From an optimization exercise on the open Yosys and OpenROAD flow, aimed at small area; shortcuts taken in it are not production practice. The RTL was checked by simulation tests, not by an equivalence proof against the original design. No activity file was given, so power comes from the tool's default toggle rates.

// zoom_hb
module zoom_hb (
  input  wire               clk,
  input  wire               rst,         
  input  wire [1:0]         n_hb,        
  input  wire               in_valid,
  input  wire signed [23:0] in_re,
  input  wire signed [23:0] in_im,
  output reg                out_valid,
  output wire signed [27:0] out_re,
  output wire signed [27:0] out_im
);
export LEC_CHECK = 0
export CAP_MARGIN = 20
export CORE_MARGIN = 2
export CORE_UTILIZATION = 60
export SLEW_MARGIN = 20
create_clock -name core_clock -period 20.0 [get_ports {clk}]
standard.sh (not shown) runs the stock make flow with config.mk's settings and CLKGATE_MAP_FILE= SYNTH_SCRIPT=/design/flow/synth_recipe.tcl, a recipe that flattens the netlist after the stock synthesis.
==> flow/flow/run.sh <==
#!/bin/bash
# Layout flow: the standard flow (standard.sh, unchanged synthesis), with
# changes to how the layout is made:
#  - the clock tree is built without dummy loads, with larger sink clusters;
#  - the ports are buffered with buf_1 instead of the default buffer;
#  - the buffers ABC put in during synthesis are removed at floorplan (the
#    placement's repair puts back what the loads need).
# make's full output goes to run_standard.log in this folder; ORFS keeps each
# tool's own log under orfs/logs/.
set -euo pipefail
cd "$(dirname "$0")/.."
bash standard.sh \
  "CTS_ARGS=-sink_clustering_enable -repair_clock_nets -dont_use_dummy_load -sink_clustering_size 22 -sink_clustering_max_diameter 50 -buf_list sky130_fd_sc_hd__clkbuf_8" \
  "BUFFER_PORTS_ARGS=-buffer_cell sky130_fd_sc_hd__buf_1" REMOVE_ABC_BUFFERS=1 \
  finish > run_standard.log 2>&1
The first run finished clean.
Next try:
--- a/flow/flow/run.sh
+++ b/flow/flow/run.sh
@@ -11,5 +11,5 @@
 cd "$(dirname "$0")/.."
 bash standard.sh \
-  "CTS_ARGS=-sink_clustering_enable -repair_clock_nets -dont_use_dummy_load -sink_clustering_size 22 -sink_clustering_max_diameter 50 -buf_list sky130_fd_sc_hd__clkbuf_8" \
+  "CTS_ARGS=-sink_clustering_enable -repair_clock_nets -dont_use_dummy_load -sink_clustering_size 10 -sink_clustering_max_diameter 35 -buf_list sky130_fd_sc_hd__clkbuf_4" \
   "BUFFER_PORTS_ARGS=-buffer_cell sky130_fd_sc_hd__buf_1" REMOVE_ABC_BUFFERS=1 \
   finish > run_standard.log 2>&1
Combinational power stays flat.
Global-route usage came out higher by 0.48 points.
Core utilization went up by 0.34 points.
Non-clock buffer count does not change.
Power grows by 1.5%.
Setup slack is worse by 98 ps.
Die area is unchanged.
Synthesized area stays the same.
Clock-buffer cell count is higher by 174.
Sequential share of layout area drops by 0.42 points.
Sequential power stays flat.
Next try:
--- a/flow/flow/run.sh
+++ b/flow/flow/run.sh
@@ -11,5 +11,5 @@
 cd "$(dirname "$0")/.."
 bash standard.sh \
-  "CTS_ARGS=-sink_clustering_enable -repair_clock_nets -dont_use_dummy_load -sink_clustering_size 10 -sink_clustering_max_diameter 35 -buf_list sky130_fd_sc_hd__clkbuf_4" \
+  "CTS_ARGS=-sink_clustering_enable -repair_clock_nets -dont_use_dummy_load -sink_clustering_size 20 -sink_clustering_max_diameter 50 -buf_list sky130_fd_sc_hd__clkbuf_8" \
   "BUFFER_PORTS_ARGS=-buffer_cell sky130_fd_sc_hd__buf_1" REMOVE_ABC_BUFFERS=1 \
   finish > run_standard.log 2>&1
Effect:
- The new run ran to the end with no violations
- wire length decreases by 1.8%
- global-route usage decreases by 0.48 points
- utilization decreases by 0.25 points
- power decreases by about 1.1%
- via count decreases by about 3.7%
- cell area decreases by 0.39%
- register-to-register slack is better by 40 ps
- non-clock buffer count does not change
- synthesized area does not change

---

run A:
The RTL this note starts from:
==> flow/design.v <==
module hb_stage (
  input  wire        clk,
  input  wire        g,       
  input  wire        cf,      
  input  wire        init,    
  input  wire [15:0] t,       
  input  wire        c,       
  output reg         e        
);
  reg        [7:0]  cy;       
  reg        [18:0] r;        
  wire [15:0] tg = t & {16{g}};
  wire [7:0]  pa = tg[7:0];
  wire [7:0]  pb = {tg[8], tg[9], tg[10], tg[11], tg[12], tg[13], tg[14], tg[15]};
  wire [7:0]  s  = pa ^ pb ^ cy;
  wire [7:0]  cn = (pa & pb) | (pa & cy) | (pb & cy);
  wire        cg = (c & g) | cf;
  reg [13:0] la;
  reg [17:0] lb;
  always @* begin
    case (s[3:0])
      4'd0: la = 14'd3802;
      4'd1: la = 14'd3068;
      4'd2: la = 14'd5480;
      4'd3: la = 14'd4746;
      4'd4: la = 14'd735;
      4'd5: la = 14'd1;
      4'd6: la = 14'd2413;
      4'd7: la = 14'd1679;
      4'd8: la = 14'd8940;
      4'd9: la = 14'd8206;
      4'd10: la = 14'd10618;
      4'd11: la = 14'd9884;
      4'd12: la = 14'd5873;
      4'd13: la = 14'd5139;
      4'd14: la = 14'd7551;
      4'd15: la = 14'd6817;
      default: la = 14'd0;
    endcase
  end
  always @* begin
    case (s[7:4])
      4'd0: lb = 18'd34944;
      4'd1: lb = 18'd26529;
      4'd2: lb = 18'd49047;
      4'd3: lb = 18'd40632;
      4'd4: lb = 18'd8415;
      4'd5: lb = 18'd0;
      4'd6: lb = 18'd22518;
      4'd7: lb = 18'd14103;
      4'd8: lb = 18'd118306;
      4'd9: lb = 18'd109891;
      4'd10: lb = 18'd132409;
      4'd11: lb = 18'd123994;
      4'd12: lb = 18'd91777;
      4'd13: lb = 18'd83362;
      4'd14: lb = 18'd105880;
      4'd15: lb = 18'd97465;
      default: lb = 18'd0;
    endcase
  end
  wire [19:0] xr = {1'b0, r};
  wire [19:0] xa = {2'd0, cg, 3'd0, la};    
  wire [19:0] xb = {2'b0, lb};
  wire [19:0] cs = xr ^ xa ^ xb;
  wire [19:0] cc = (xr & xa) | (xr & xb) | (xa & xb);
  wire [19:0] y2 = {cc[18:0], 1'b0};
  wire [20:0] k;
  wire [19:0] sum;
  assign k[0] = 1'b0;
  genvar i;
  generate
    for (i = 0; i < 20; i = i + 1) begin : rc
      assign sum[i] = cs[i] ^ y2[i] ^ k[i];
      assign k[i+1] = (cs[i] & y2[i]) | (cs[i] & k[i]) | (y2[i] & k[i]);
    end
  endgenerate
  always @(posedge clk) begin
    cy <= cn;
    e  <= sum[0];
    r  <= init ? 19'd169818 : sum[19:1];
  end
endmodule
module zoom_hb (
  input  wire               clk,
  input  wire               rst,         
  input  wire [1:0]         n_hb,        
  input  wire               in_valid,
  input  wire signed [23:0] in_re,
  input  wire signed [23:0] in_im,
  output reg                out_valid,
  output wire signed [27:0] out_re,
  output wire signed [27:0] out_im
);
  reg  [4:0] ph;           
  reg        fill;         
  reg        par1;         
  reg        pend_e, pend_o;
  reg        run_e, run_o;  
  reg        em1;          
  reg        prun;         
  reg        par2;         
  reg        run2e, run2o;
  reg        em2;
  reg        run2i, em2i;  
  wire ph24 = (ph == 5'd24);
  wire ph18 = (ph == 5'd18);
  wire n0 = (n_hb == 2'd0);
  wire n1 = (n_hb == 2'd1);
  always @(posedge clk) begin
    if (rst) begin
      ph <= 5'd0; fill <= 1'b1; par1 <= 1'b0;
      pend_e <= 1'b0; pend_o <= 1'b0; run_e <= 1'b0; run_o <= 1'b0;
      em1 <= 1'b0; prun <= 1'b0;
      par2 <= 1'b0; run2e <= 1'b0; run2o <= 1'b0; em2 <= 1'b0;
      run2i <= 1'b0; em2i <= 1'b0;
      out_valid <= 1'b0;
    end else begin
      ph <= ph24 ? 5'd0 : ph + 5'd1;
      if (in_valid) par1 <= ~par1;
      if (ph24) begin
        fill   <= 1'b0;
        run_e  <= pend_e | (in_valid & ~par1);
        run_o  <= pend_o | (in_valid & par1);
        pend_e <= 1'b0;
        pend_o <= 1'b0;
        em1    <= run_o;
        prun   <= run_e | run_o;
      end else begin
        if (in_valid & ~par1) pend_e <= 1'b1;
        if (in_valid & par1)  pend_o <= 1'b1;
      end
      if (ph18) begin
        em2   <= run2o;
        run2i <= em2;
        em2i  <= run2i;
        run2e <= run_o & ~par2;
        run2o <= run_o & par2;
        if (run_o) par2 <= ~par2;
      end
      out_valid <= n0 ? (prun & (ph == 5'd0)) :
                   n1 ? (em1 & (ph == 5'd19)) :
                        (em2i & (ph == 5'd13));
    end
  end
  wire pat1  = fill & (ph == 5'd23);    
  wire pat2  = fill & ph18;             
  wire ld_e  = in_valid & ~par1;
  wire ld_o  = in_valid & par1;
  wire init1 = ph24 & ~run_o;
  wire init2 = ph18 & ~run2o & ~run2i;
  wire cf1   = run_o & ph24;
  wire cf2   = (em2 | em2i) & (ph == 5'd19);
  wire fl1   = (ph == 5'd18) & em1;     
  wire fl2   = (ph == 5'd13) & em2;     
  wire fl2i  = (ph == 5'd13) & em2i;
  wire hold_re = ~n0 & ~n1 & ~run2o & ~(em2 & ~((ph >= 5'd14) & (ph <= 5'd18)));
  wire shift_im = n0 | n1 | (run2i & (ph >= 5'd13) & (ph <= 5'd18)) |
                  (em2i & ~((ph >= 5'd14) & (ph <= 5'd18)));
  wire        s2;              
  wire [14:0] q2o_re, q2o_im;
  wire        q2c_re, q2c_im, s1_re, nq_im;
  genvar pi, k;
  generate
    for (pi = 0; pi < 2; pi = pi + 1) begin : part
      wire [23:0] din = (pi == 0) ? in_re : in_im;
      reg  [23:0] h_e, h_o;
      always @(posedge clk) begin
        if (ld_e) h_e <= din;
        if (ld_o) h_o <= din;
      end
      wire [31:0] hxe = {8'd0, ~h_e[23], h_e[22:0]};
      wire [31:0] hxo = {8'd0, ~h_o[23], h_o[22:0]};
      wire xe = hxe[ph];
      wire xo = hxo[ph];
      reg [25*8-1:0]  l1e;
      reg [25*15-1:0] l1o;
      reg [25*8-1:0]  l2e;
      reg [25*15-1:0] l2o;
      wire [7:0]  q1e, q2e;
      wire [14:0] q1o, q2o;
      wire        s1;          
      for (k = 0; k < 8; k = k + 1) begin : le
        assign q1e[k] = l1e[25*k];
        assign q2e[k] = l2e[25*k];
        wire i1 = fill ? pat1 : run_e ? ((k == 0) ? xe : q1e[(k == 0) ? 0 : k-1]) : q1e[k];
        wire i2 = fill ? pat2 : run2e ? ((k == 0) ? s1 : q2e[(k == 0) ? 0 : k-1]) : q2e[k];
        always @(posedge clk) begin
          l1e[25*k +: 25] <= {i1, l1e[25*k+1 +: 24]};
          l2e[25*k +: 25] <= {i2, l2e[25*k+1 +: 24]};
        end
      end
      for (k = 0; k < 15; k = k + 1) begin : lo
        assign q1o[k] = l1o[25*k];
        assign q2o[k] = l2o[25*k];
        wire i1 = fill ? pat1 : run_o ? ((k == 0) ? xo : q1o[(k == 0) ? 0 : k-1]) : q1o[k];
        wire a2 = (pi == 0) ? run2o : run2i;
        wire n2 = (pi == 0) ? s1 : nq_im;
        wire i2 = fill ? pat2 : a2 ? ((k == 0) ? n2 : q2o[(k == 0) ? 0 : k-1]) : q2o[k];
        always @(posedge clk) begin
          l1o[25*k +: 25] <= {i1, l1o[25*k+1 +: 24]};
          l2o[25*k +: 25] <= {i2, l2o[25*k+1 +: 24]};
        end
      end
      hb_stage u_s1 (.clk(clk), .g(run_o), .cf(cf1), .init(init1),
                     .t({q1o, xo}), .c(q1e[7]), .e(s1));
      wire [25:0] ob;
      wire raw = run_o ? (xo ^ (ph == 5'd23)) : (xe ^ (ph == 5'd23));
      wire oin = n0 ? raw : n1 ? (s1 ^ fl1) : (s2 ^ ((pi == 0) ? fl2 : fl2i));
      if (pi == 0) begin : w_re
        assign q2o_re = q2o;
        assign q2c_re = q2e[7];
        assign s1_re  = s1;
      end else begin : w_im
        assign q2o_im = q2o;
        assign q2c_im = q2e[7];
        reg [24:0] nr;
        reg        nx;
        assign nq_im = nr[0];
        wire ni = fill ? pat2 : (~n0 & ~n1 & run2o) ? s1 : shift_im ? nx : nr[0];
        always @(posedge clk) begin
          nr <= {ni, nr[24:1]};
          nx <= oin;
        end
        assign ob = {nx, nr};
      end
      if (pi == 0) begin : ob_re
        reg [24:0] obr;
        reg        obx;
        wire       oi = hold_re ? obr[0] : obx;
        always @(posedge clk) begin
          obr <= {oi, obr[24:1]};
          if (!hold_re) obx <= oin;
        end
        assign ob = {obx, obr};
      end
      wire b24 = n0 ? ob[23] : ob[24];
      wire b25 = n0 ? ob[23] : n1 ? ob[24] : ob[25];
      if (pi == 0) begin : o_re
        assign out_re = {b25, b25, b25, b24, ob[23:0]};
      end else begin : o_im
        assign out_im = {b25, b25, b25, b24, ob[23:0]};
      end
    end
  endgenerate
  hb_stage u_s2 (.clk(clk), .g(run2o | run2i), .cf(cf2), .init(init2),
                 .t(run2i ? {q2o_im, nq_im} : {q2o_re, s1_re}),
                 .c(run2i ? q2c_im : q2c_re), .e(s2));
endmodule
clock: 20.0 ns
lec_check: 0
cap_margin: 20
core_margin: 2
core_utilization: 60
slew_margin: 20
==> flow/flow/run.sh <==
#!/bin/bash
# Layout flow: the standard flow (standard.sh, unchanged synthesis), with
# changes to how the layout is made:
#  - the clock tree is built without dummy loads, with larger sink clusters;
#  - the ports are buffered with buf_1 instead of the default buffer;
#  - the buffers ABC put in during synthesis are removed at floorplan (the
#    placement's repair puts back what the loads need).
# make's full output goes to run_standard.log in this folder; ORFS keeps each
# tool's own log under orfs/logs/.
set -euo pipefail
cd "$(dirname "$0")/.."
bash standard.sh \
  "CTS_ARGS=-sink_clustering_enable -repair_clock_nets -dont_use_dummy_load -sink_clustering_size 20 -sink_clustering_max_diameter 50 -buf_list sky130_fd_sc_hd__clkbuf_8" \
  "BUFFER_PORTS_ARGS=-buffer_cell sky130_fd_sc_hd__buf_1" REMOVE_ABC_BUFFERS=1 \
  finish > run_standard.log 2>&1
Run A closes out successfully: all stages finished, all timing, DRC and antenna checks passed.
diff inputs: run A => run B
- PLACE_DENSITY now 0.85, previously not set
-- flow/flow/run.sh --
<<< run A, line 11
cd "$(dirname "$0")/.."
bash standard.sh \
  "CTS_ARGS=-sink_clustering_enable -repair_clock_nets -dont_use_dummy_load -sink_clustering_size 20 -sink_clustering_max_diameter 50 -buf_list sky130_fd_sc_hd__clkbuf_8" \
  "BUFFER_PORTS_ARGS=-buffer_cell sky130_fd_sc_hd__buf_1" REMOVE_ABC_BUFFERS=1 \
  finish > run_standard.log 2>&1
>>> run B, line 11
cd "$(dirname "$0")/.."
bash standard.sh \
  "CTS_ARGS=-sink_clustering_enable -repair_clock_nets -dont_use_dummy_load -sink_clustering_size 22 -sink_clustering_max_diameter 40 -buf_list sky130_fd_sc_hd__clkbuf_8" \
  "BUFFER_PORTS_ARGS=-buffer_cell sky130_fd_sc_hd__buf_1" REMOVE_ABC_BUFFERS=1 \
  finish > run_standard.log 2>&1
Every stage of the flow completed for run B, and the final layout passed the timing, design-rule and antenna checks. Against run A, run B comes in 3.9% higher on total wirelength of the detailed-routed design. Compared to run A, run B shows a narrower setup margin. Changes observed in run B relative to run A: number of maximum-capacitance constraint violations closely matched the old numbers; initial antenna violation count increased by 2 relative to the old numbers. Between run B and run A, the share of power burned in the clock network figures differ only marginally. Run B and run A ended up with nearly the same number of cells in the finished layout apart from fillers. Post-route clock period utilization: higher on run B. Looking at run B and run A, the final design instance area without fill is a wash.

afterwards: timing with drivers on the ports:
Ports are ideal in the flow. The routed layouts listed here were re-timed in OpenROAD. Step 1 sets driving cells, clkbuf_16 on the clock port and buf_2 on the other inputs (assumed; they add their load-dependent delay and slew). Step 2 times the ports against the registers' clock, not the clock port: input delays grow and output delays shrink by t, the midpoint of the rising clock arrivals with the driver on. Slacks: no drivers / after step 1 / after step 2; pairs: no drivers / after step 1.
run	t, ns	setup WS [ns]	worst setup path at the end
the first run of note 1	0.883	7.794 / 7.794 / 7.794	register to register
the second run of note 1	1.206	7.696 / 7.696 / 7.696	register to register
the third run of note 1	0.894	7.740 / 7.740 / 7.740	register to register
run A	0.877	8.888 / 8.888 / 8.888	register to register
run B	0.889	8.545 / 8.545 / 8.545	register to register
After both steps every run listed still meets setup and hold.
